This is an optimization exercise on Yosys and OpenROAD, whose aim is small area, a short achievable clock period and few clock cycles per item, not a production implementation. Function was checked by simulation only, so behaviour that the tests miss may differ from the original.

`design.v`:
```
module aes_sbox (
    input  wire [7:0] a,
    output reg  [7:0] y
);
    always @(*) begin
        case (a)
            8'h00: y = 8'h63;
            8'h01: y = 8'h7c;
            8'h02: y = 8'h77;
            8'h03: y = 8'h7b;
            8'h04: y = 8'hf2;
            8'h05: y = 8'h6b;
            8'h06: y = 8'h6f;
            8'h07: y = 8'hc5;
            8'h08: y = 8'h30;
            8'h09: y = 8'h01;
            8'h0a: y = 8'h67;
            8'h0b: y = 8'h2b;
            8'h0c: y = 8'hfe;
            8'h0d: y = 8'hd7;
            8'h0e: y = 8'hab;
            8'h0f: y = 8'h76;
            8'h10: y = 8'hca;
            8'h11: y = 8'h82;
            8'h12: y = 8'hc9;
            8'h13: y = 8'h7d;
            8'h14: y = 8'hfa;
            8'h15: y = 8'h59;
            8'h16: y = 8'h47;
            8'h17: y = 8'hf0;
            8'h18: y = 8'had;
            8'h19: y = 8'hd4;
            8'h1a: y = 8'ha2;
            8'h1b: y = 8'haf;
            8'h1c: y = 8'h9c;
            8'h1d: y = 8'ha4;
            8'h1e: y = 8'h72;
            8'h1f: y = 8'hc0;
            8'h20: y = 8'hb7;
            8'h21: y = 8'hfd;
            8'h22: y = 8'h93;
            8'h23: y = 8'h26;
            8'h24: y = 8'h36;
            8'h25: y = 8'h3f;
            8'h26: y = 8'hf7;
            8'h27: y = 8'hcc;
            8'h28: y = 8'h34;
            8'h29: y = 8'ha5;
            8'h2a: y = 8'he5;
            8'h2b: y = 8'hf1;
            8'h2c: y = 8'h71;
            8'h2d: y = 8'hd8;
            8'h2e: y = 8'h31;
            8'h2f: y = 8'h15;
            8'h30: y = 8'h04;
            8'h31: y = 8'hc7;
            8'h32: y = 8'h23;
            8'h33: y = 8'hc3;
            8'h34: y = 8'h18;
            8'h35: y = 8'h96;
            8'h36: y = 8'h05;
            8'h37: y = 8'h9a;
            8'h38: y = 8'h07;
            8'h39: y = 8'h12;
            8'h3a: y = 8'h80;
            8'h3b: y = 8'he2;
            8'h3c: y = 8'heb;
            8'h3d: y = 8'h27;
            8'h3e: y = 8'hb2;
            8'h3f: y = 8'h75;
            8'h40: y = 8'h09;
            8'h41: y = 8'h83;
            8'h42: y = 8'h2c;
            8'h43: y = 8'h1a;
            8'h44: y = 8'h1b;
            8'h45: y = 8'h6e;
            8'h46: y = 8'h5a;
            8'h47: y = 8'ha0;
            8'h48: y = 8'h52;
            8'h49: y = 8'h3b;
            8'h4a: y = 8'hd6;
            8'h4b: y = 8'hb3;
            8'h4c: y = 8'h29;
            8'h4d: y = 8'he3;
            8'h4e: y = 8'h2f;
            8'h4f: y = 8'h84;
            8'h50: y = 8'h53;
            8'h51: y = 8'hd1;
            8'h52: y = 8'h00;
            8'h53: y = 8'hed;
            8'h54: y = 8'h20;
            8'h55: y = 8'hfc;
            8'h56: y = 8'hb1;
            8'h57: y = 8'h5b;
            8'h58: y = 8'h6a;
            8'h59: y = 8'hcb;
            8'h5a: y = 8'hbe;
            8'h5b: y = 8'h39;
            8'h5c: y = 8'h4a;
            8'h5d: y = 8'h4c;
            8'h5e: y = 8'h58;
            8'h5f: y = 8'hcf;
            8'h60: y = 8'hd0;
            8'h61: y = 8'hef;
            8'h62: y = 8'haa;
            8'h63: y = 8'hfb;
            8'h64: y = 8'h43;
            8'h65: y = 8'h4d;
            8'h66: y = 8'h33;
            8'h67: y = 8'h85;
            8'h68: y = 8'h45;
            8'h69: y = 8'hf9;
            8'h6a: y = 8'h02;
            8'h6b: y = 8'h7f;
            8'h6c: y = 8'h50;
            8'h6d: y = 8'h3c;
            8'h6e: y = 8'h9f;
            8'h6f: y = 8'ha8;
            8'h70: y = 8'h51;
            8'h71: y = 8'ha3;
            8'h72: y = 8'h40;
            8'h73: y = 8'h8f;
            8'h74: y = 8'h92;
            8'h75: y = 8'h9d;
            8'h76: y = 8'h38;
            8'h77: y = 8'hf5;
            8'h78: y = 8'hbc;
            8'h79: y = 8'hb6;
            8'h7a: y = 8'hda;
            8'h7b: y = 8'h21;
            8'h7c: y = 8'h10;
            8'h7d: y = 8'hff;
            8'h7e: y = 8'hf3;
            8'h7f: y = 8'hd2;
            8'h80: y = 8'hcd;
            8'h81: y = 8'h0c;
            8'h82: y = 8'h13;
            8'h83: y = 8'hec;
            8'h84: y = 8'h5f;
            8'h85: y = 8'h97;
            8'h86: y = 8'h44;
            8'h87: y = 8'h17;
            8'h88: y = 8'hc4;
            8'h89: y = 8'ha7;
            8'h8a: y = 8'h7e;
            8'h8b: y = 8'h3d;
            8'h8c: y = 8'h64;
            8'h8d: y = 8'h5d;
            8'h8e: y = 8'h19;
            8'h8f: y = 8'h73;
            8'h90: y = 8'h60;
            8'h91: y = 8'h81;
            8'h92: y = 8'h4f;
            8'h93: y = 8'hdc;
            8'h94: y = 8'h22;
            8'h95: y = 8'h2a;
            8'h96: y = 8'h90;
            8'h97: y = 8'h88;
            8'h98: y = 8'h46;
            8'h99: y = 8'hee;
            8'h9a: y = 8'hb8;
            8'h9b: y = 8'h14;
            8'h9c: y = 8'hde;
            8'h9d: y = 8'h5e;
            8'h9e: y = 8'h0b;
            8'h9f: y = 8'hdb;
            8'ha0: y = 8'he0;
            8'ha1: y = 8'h32;
            8'ha2: y = 8'h3a;
            8'ha3: y = 8'h0a;
            8'ha4: y = 8'h49;
            8'ha5: y = 8'h06;
            8'ha6: y = 8'h24;
            8'ha7: y = 8'h5c;
            8'ha8: y = 8'hc2;
            8'ha9: y = 8'hd3;
            8'haa: y = 8'hac;
            8'hab: y = 8'h62;
            8'hac: y = 8'h91;
            8'had: y = 8'h95;
            8'hae: y = 8'he4;
            8'haf: y = 8'h79;
            8'hb0: y = 8'he7;
            8'hb1: y = 8'hc8;
            8'hb2: y = 8'h37;
            8'hb3: y = 8'h6d;
            8'hb4: y = 8'h8d;
            8'hb5: y = 8'hd5;
            8'hb6: y = 8'h4e;
            8'hb7: y = 8'ha9;
            8'hb8: y = 8'h6c;
            8'hb9: y = 8'h56;
            8'hba: y = 8'hf4;
            8'hbb: y = 8'hea;
            8'hbc: y = 8'h65;
            8'hbd: y = 8'h7a;
            8'hbe: y = 8'hae;
            8'hbf: y = 8'h08;
            8'hc0: y = 8'hba;
            8'hc1: y = 8'h78;
            8'hc2: y = 8'h25;
            8'hc3: y = 8'h2e;
            8'hc4: y = 8'h1c;
            8'hc5: y = 8'ha6;
            8'hc6: y = 8'hb4;
            8'hc7: y = 8'hc6;
            8'hc8: y = 8'he8;
            8'hc9: y = 8'hdd;
            8'hca: y = 8'h74;
            8'hcb: y = 8'h1f;
            8'hcc: y = 8'h4b;
            8'hcd: y = 8'hbd;
            8'hce: y = 8'h8b;
            8'hcf: y = 8'h8a;
            8'hd0: y = 8'h70;
            8'hd1: y = 8'h3e;
            8'hd2: y = 8'hb5;
            8'hd3: y = 8'h66;
            8'hd4: y = 8'h48;
            8'hd5: y = 8'h03;
            8'hd6: y = 8'hf6;
            8'hd7: y = 8'h0e;
            8'hd8: y = 8'h61;
            8'hd9: y = 8'h35;
            8'hda: y = 8'h57;
            8'hdb: y = 8'hb9;
            8'hdc: y = 8'h86;
            8'hdd: y = 8'hc1;
            8'hde: y = 8'h1d;
            8'hdf: y = 8'h9e;
            8'he0: y = 8'he1;
            8'he1: y = 8'hf8;
            8'he2: y = 8'h98;
            8'he3: y = 8'h11;
            8'he4: y = 8'h69;
            8'he5: y = 8'hd9;
            8'he6: y = 8'h8e;
            8'he7: y = 8'h94;
            8'he8: y = 8'h9b;
            8'he9: y = 8'h1e;
            8'hea: y = 8'h87;
            8'heb: y = 8'he9;
            8'hec: y = 8'hce;
            8'hed: y = 8'h55;
            8'hee: y = 8'h28;
            8'hef: y = 8'hdf;
            8'hf0: y = 8'h8c;
            8'hf1: y = 8'ha1;
            8'hf2: y = 8'h89;
            8'hf3: y = 8'h0d;
            8'hf4: y = 8'hbf;
            8'hf5: y = 8'he6;
            8'hf6: y = 8'h42;
            8'hf7: y = 8'h68;
            8'hf8: y = 8'h41;
            8'hf9: y = 8'h99;
            8'hfa: y = 8'h2d;
            8'hfb: y = 8'h0f;
            8'hfc: y = 8'hb0;
            8'hfd: y = 8'h54;
            8'hfe: y = 8'hbb;
            8'hff: y = 8'h16;
            default: y = 8'h00;
        endcase
    end
endmodule
module aes_mixcol (
    input  wire [31:0] c,      
    output wire [31:0] m
);
    wire [7:0] s0 = c[31:24], s1 = c[23:16], s2 = c[15:8], s3 = c[7:0];
    wire [7:0] x0 = {s0[6:0], 1'b0} ^ (s0[7] ? 8'h1b : 8'h00);
    wire [7:0] x1 = {s1[6:0], 1'b0} ^ (s1[7] ? 8'h1b : 8'h00);
    wire [7:0] x2 = {s2[6:0], 1'b0} ^ (s2[7] ? 8'h1b : 8'h00);
    wire [7:0] x3 = {s3[6:0], 1'b0} ^ (s3[7] ? 8'h1b : 8'h00);
    assign m[31:24] = x0 ^ (x1 ^ s1) ^ s2 ^ s3;
    assign m[23:16] = s0 ^ x1 ^ (x2 ^ s2) ^ s3;
    assign m[15:8]  = s0 ^ s1 ^ x2 ^ (x3 ^ s3);
    assign m[7:0]   = (x0 ^ s0) ^ s1 ^ s2 ^ x3;
endmodule
module cph_aes (
    input  wire         clk,
    input  wire         rst,          
    input  wire         in_valid,
    output wire         in_ready,
    input  wire [255:0] in_key,       
    input  wire [127:0] in_block,     
    output reg          out_valid,
    output reg  [127:0] out_block     
);
    reg         busy;
    reg  [3:0]  round;                
    reg  [127:0] st;                  
    reg  [127:0] ka;                  
    reg  [127:0] kb;                  
    reg  [7:0]  rcon;
    assign in_ready = !busy;
    wire accept = in_valid && in_ready;
    wire [127:0] sub;
    genvar g;
    generate
        for (g = 0; g < 16; g = g + 1) begin : g_sb
            aes_sbox u_sb (.a(st[127 - 8*g -: 8]), .y(sub[127 - 8*g -: 8]));
        end
    endgenerate
    wire [127:0] shf;
    generate
        for (g = 0; g < 16; g = g + 1) begin : g_sr
            assign shf[127 - 8*g -: 8] = sub[127 - 8*((g + 4*(g % 4)) % 16) -: 8];
        end
    endgenerate
    wire [127:0] mix;
    generate
        for (g = 0; g < 4; g = g + 1) begin : g_mc
            aes_mixcol u_mc (.c(shf[127 - 32*g -: 32]), .m(mix[127 - 32*g -: 32]));
        end
    endgenerate
    wire last = (round == 4'd14);
    wire [127:0] rnd_out = (last ? shf : mix) ^ kb;
    wire [31:0] kl = kb[31:0];
    wire [31:0] ksub;
    generate
        for (g = 0; g < 4; g = g + 1) begin : g_ksb
            aes_sbox u_ksb (.a(kl[31 - 8*g -: 8]), .y(ksub[31 - 8*g -: 8]));
        end
    endgenerate
    wire [31:0] t  = round[0] ? ({ksub[23:0], ksub[31:24]} ^ {rcon, 24'h0}) : ksub;
    wire [31:0] n0 = ka[127:96] ^ t;
    wire [31:0] n1 = ka[95:64]  ^ n0;
    wire [31:0] n2 = ka[63:32]  ^ n1;
    wire [31:0] n3 = ka[31:0]   ^ n2;
    wire [7:0] rcon_next = {rcon[6:0], 1'b0} ^ (rcon[7] ? 8'h1b : 8'h00);
    always @(posedge clk) begin
        if (rst) begin
            busy      <= 1'b0;
            out_valid <= 1'b0;
        end else begin
            out_valid <= 1'b0;
            if (accept) begin
                busy <= 1'b1;
            end else if (busy && last) begin
                busy      <= 1'b0;
                out_valid <= 1'b1;
            end
        end
    end
    always @(posedge clk) begin
        if (accept) begin
            st    <= in_block ^ in_key[255:128];
            ka    <= in_key[255:128];
            kb    <= in_key[127:0];
            round <= 4'd1;
            rcon  <= 8'h01;
        end else if (busy) begin
            st    <= rnd_out;
            ka    <= kb;
            kb    <= {n0, n1, n2, n3};
            round <= round + 4'd1;
            if (round[0])
                rcon <= rcon_next;
            if (last)
                out_block <= rnd_out;
        end
    end
endmodule
```
`run.sh`:
```
#!/bin/bash
# synth_recipe.tcl (not shown) runs the flow's synth.tcl, then flattens the netlist and writes it again
# the make line also repeats each setting of config.mk as NAME=value (left out here)
make -C /OpenROAD-flow-scripts/flow DESIGN_CONFIG=/design/flow/config.mk WORK_HOME=/design/flow/orfs CLKGATE_MAP_FILE= SYNTH_SCRIPT=/design/flow/synth_recipe.tcl finish
```
`config.mk`:
```
export PLATFORM = sky130hd
export DESIGN_NAME = cph_aes
export DESIGN_NICKNAME = cph_aes
export VERILOG_FILES = /design/flow/design.v
export SDC_FILE = /design/flow/constraint.sdc
export NUM_CORES = 8
export LEC_CHECK = 0
export CAP_MARGIN = 20
export CORE_MARGIN = 2
export CORE_UTILIZATION = 30
export PLACE_DENSITY = 0.5
export SLEW_MARGIN = 20
```
`constraint.sdc`:
```
create_clock -name core_clock -period 8.0 [get_ports {clk}]
set_input_delay 1.6000 -clock core_clock [delete_from_list [all_inputs] [get_ports {clk}]]
set_output_delay 1.6000 -clock core_clock [all_outputs]
set_load 0.01 [all_outputs]
```
==> results_tabular.tex <==
\begin{tabular}{lr}
\hline
Metric & Value \\
\hline
\multicolumn{2}{l}{\textbf{Outcome}} \\
Run status & finished clean \\
\multicolumn{2}{l}{\textbf{Synth}} \\
Avg Cell Area, Syn & 7.04 µm² \\
Cell type with the largest total area after synthesis & sky130\_fd\_sc\_hd\_\_edfxtp\_1 \\
Count of yosys warnings during synthesis & 2 \\
Mapped Nets & 15400 \\
Post-synthesis sequential element count & 686 \\
Count of cell types in the netlist & 113 \\
Share of async-settable or async-resettable flops after synthesis & 0\% \\
Fraction of post-synthesis cell area in the top cell type by area & 14.9\% \\
Portion of the post-synthesis area used by sequential elements & 18.2\% \\
Gate Count Post-Synth & 14700 \\
Netlist Area Pre-Place & 103000 µm² \\
EDFF count, synth & 512 \\
Synth Flop Type & sky130\_fd\_sc\_hd\_\_edfxtp\_1 \\
Top cells by area, synth & sky130\_fd\_sc\_hd\_\_edfxtp\_1, sky130\_fd\_sc\_hd\_\_nand2\_1, sky130\_fd\_sc\_hd\_\_o21ai\_0, sky130\_fd\_sc\_hd\_\_a21oi\_1, sky130\_fd\_sc\_hd\_\_nor2\_1 \\
\multicolumn{2}{l}{\textbf{Timing}} \\
Clock period minus final worst setup slack & 6.37 ns \\
Final setup TNS & 0 ns \\
Crit share post-route & 79.6\% \\
Final hold slack & 0.488 ns \\
Setup violation total in the final timing report & 0 \\
Slew @ Worst Pin & 1.33 ns \\
Clock tree skew after final layout & 0.0749 ns \\
Pins over their slew limit & 0 \\
Number of hold violations in the final report & 0 \\
Slew headroom & 11.2\% \\
Setup repair after global routing missed its margin & false \\
Max Clock Freq & 157 MHz \\
\multicolumn{2}{l}{\textbf{Global routing}} \\
Global-route wire length before repair & 948000 µm \\
Number of global-route vias before repair & 120000 \\
Maximum number of pins on one net before global-route repair & 154 \\
Total global routing track utilization & 36.9\% \\
Initial antenna violation count & 30 \\
Sum of overflow across all layers after global routing & 0 \\
\multicolumn{2}{l}{\textbf{Place}} \\
GP Congestion & 1.09 \\
Instance count after placement with tap cells included & 18800 \\
Port Buffer Count & 516 \\
Sum of net half-perimeters after detailed placement & 499000 µm \\
\multicolumn{2}{l}{\textbf{Floorplan}} \\
Effective utilization at floorplan & 30.2\% \\
Total I/O pin count & 517 \\
Core Rows & 215 \\
Die Outline Area & 350000 µm² \\
Die height & 591 µm \\
Core ar. & 343000 µm² \\
Die X & 591 µm \\
\multicolumn{2}{l}{\textbf{CTS}} \\
Worst skew pair latency & 0.92 ns \\
Quantity of hold-fixing buffers added after cts & 0 \\
Setup repair bufs after CTS & 0 \\
Clk buf depth & 4 \\
Clock root buffer & sky130\_fd\_sc\_hd\_\_clkbuf\_16 \\
Number of clock buffers inserted by TritonCTS & 103 \\
H-tree levels & 3 \\
Resized cells post-CTS & 0 \\
Register clock-pin slew on the reported worst setup and hold paths & 0.06 ns \\
\# clock sinks & 686 \\
TritonCTS clock tree & built \\
\multicolumn{2}{l}{\textbf{Detailed routing}} \\
First-pass iteration count of the detailed router & 8 \\
Remaining routing DRC violations & 0 \\
Via Count & 132000 \\
Total length of routed wires & 681000 µm \\
Wire length per cell after detailed routing & 35.9 µm \\
Post-DR vias/cell & 6.95 \\
DRT iter0 DRCs & 24700 \\
Post-route antenna net violation count & 0 \\
\multicolumn{2}{l}{\textbf{Final layout}} \\
Net count, final & 15000 \\
Post-route insts no fill & 19000 \\
Core occupancy in the finished layout & 34.0\% \\
Layout Area Growth over Synthesis & 12.6\% \\
Layout cells sized above 1 & 7.48\% \\
\multicolumn{2}{l}{\textbf{Setup path}} \\
Category of the critical setup timing path & flop to flop \\
Crit path capture type & flop \\
Startpoint type of the worst setup path & flop \\
Maximum fanout count along the critical path & 59 \\
Crit path arrival time & 7.13 ns \\
Critical Path RT & 8.76 ns \\
\multicolumn{2}{l}{\textbf{Min path}} \\
Class of the tightest hold or removal check & flop to flop \\
\multicolumn{2}{l}{\textbf{Run}} \\
Total of max-cap violations & 0 \\
\hline
\end{tabular}
## registers in the layout (all words and copies together), names as in the netlist
signal         cells
g_sb.u_sb.y      128
out_valid          1
busy               1
st               128
rcon               8
out_block        128
ka               128
round              4
g_ksb.u_ksb.y     32
kb               128
## cells by family (layout without fill, tap and decap cells)
kind of cell	Yosys count	after routing	share of synthesized area, %
buffers and inverters	1740	1454	7.30
muxes	191	191	1.96
xor gates and xnor gates	858	858	9.78
and+or+nand+nor	5104	5104	21.8
adders and majority gates	280	280	3.39
other	0	14	0
DFF	686	686	18.2
AOI/OAI and AO/OA	5829	5829	37.6
## final timing paths
check	start	slack [ns]	depth (start not counted)	end
setup / recovery	round[0]	1.63	15	g_sb[10].u_sb.y[0]
hold / removal	rcon[5]	0.49	2	rcon[6]
setup reg to reg	round[0]	1.63	15	g_sb[10].u_sb.y[0]
hold reg to reg	rcon[5]	0.49	2	rcon[6]
## cell type report
class                           instances  area (µm²)
Clock inverter                         63         918
Tap cell                             4557        5700
Antenna cell                           14        35.0
Multi-Input combinational cell      12300       77700
Clock buffer                          122        2660
Sequential cell                       686       18900
Fill cell                           37100      226000
Timing Repair Buffer                 1133       10100
Inverter                              136         532
## through the flow
| step | setup slack (ns) | instance area [µm²] |
|---|---|---|
| after floorplan | 0.459 | 103000 |
| after global placement | 1.37 | 113000 |
| after detailed placement | 1.46 | 113000 |
| after CTS | 1.87 | 116000 |
| after global routing | 1.39 | 116000 |
| final | 1.63 | 116000 |
## cell usage after synthesis (all sizes together), types with 70 or more instances
master	n
a221oi	177
xor2	232
edfxtp	512
o211ai	364
nand2b	76
a2111oi	102
or3	78
inv	130
buf	760
o221ai	117
nor4	70
o31ai	110
a32oi	86
xnor3	142
nand3	512
nor3	514
nor2	1443
and3	119
nand2	1954
clkbuf	844
o21ai	1388
and2	80
dfxtp	174
a21oi	1291
o22ai	138
a211o	73
ha	280
a21o	101
a311oi	210
a211oi	404
xnor2	446
o311ai	207
o2111ai	125
a31oi	346
mux2i	153
## metal layers
layer / track usage, % / up-vias / part of all wire [%]
met3: 10.8 / 2403 / 13
met5: 0 / - / 0.0091
met4: 23.4 / 12 / 8.1
met2: 53.2 / 11100 / 40
li1: - / 55100 / -
met1: 47.8 / 63200 / 38
## cell usage in the layout, fill, tap and decap left out, types with 399 or more instances in the layout
cell	n
sky130_fd_sc_hd__nor2_1	1418
sky130_fd_sc_hd__nand2_1	1941
sky130_fd_sc_hd__clkdlybuf4s50_1	515
sky130_fd_sc_hd__buf_4	596
sky130_fd_sc_hd__xnor2_1	435
sky130_fd_sc_hd__nand3_1	506
sky130_fd_sc_hd__nor3_1	504
sky130_fd_sc_hd__a211oi_1	399
sky130_fd_sc_hd__o21ai_0	1352
sky130_fd_sc_hd__a21oi_1	1264
sky130_fd_sc_hd__edfxtp_1	512
## worst max-delay path, stage by stage, from the launching register on
cell                        delay, ns
sky130_fd_sc_hd__dfxtp_2         0.52
sky130_fd_sc_hd__inv_1           0.19
sky130_fd_sc_hd__ha_1            0.32
sky130_fd_sc_hd__and3_4          0.77
sky130_fd_sc_hd__buf_4           0.55
sky130_fd_sc_hd__nand2_1         0.13
sky130_fd_sc_hd__o2111ai_1       0.12
sky130_fd_sc_hd__and3_1          0.77
sky130_fd_sc_hd__inv_2           0.47
sky130_fd_sc_hd__ha_1            0.58
sky130_fd_sc_hd__and2_1          0.36
sky130_fd_sc_hd__a211oi_1        0.25
sky130_fd_sc_hd__a311oi_1        0.12
sky130_fd_sc_hd__nor4_1          0.46
sky130_fd_sc_hd__nor2_1          0.10
sky130_fd_sc_hd__a311oi_1        0.40
Testbench counts, summed over its fixed seeds: cycles 48,578, items 3,238.

-- what the ideal ports hide --
The flow's constraints put no driver on any port. The routed layout listed below was extracted and timed again, unchanged, in two steps. Step 1 (the two cells are an assumption about what drives the block):
set clk [get_ports {clk}]
set_driving_cell -lib_cell sky130_fd_sc_hd__clkbuf_16 $clk
set_driving_cell -lib_cell sky130_fd_sc_hd__buf_2 [delete_from_list [all_inputs] $clk]
Step 2 moves the port delays by t, midway between the first and last clock arrival at a register: inputs arrive t later, outputs are due t later. That takes back most of the time a late clock gives input paths. a / b / c = ideal ports / drivers / drivers and shift; a / b = the first two.
t, ns: 0.981
setup WS [ns]: 1.630 / 1.630 / 1.155
slew at the worst register clock pin (ns): 0.08 / 0.08
After both steps setup and hold are still met in this run. The setup slack of this run moves by 0.000 ns with the drivers and by -0.475 ns with both steps.
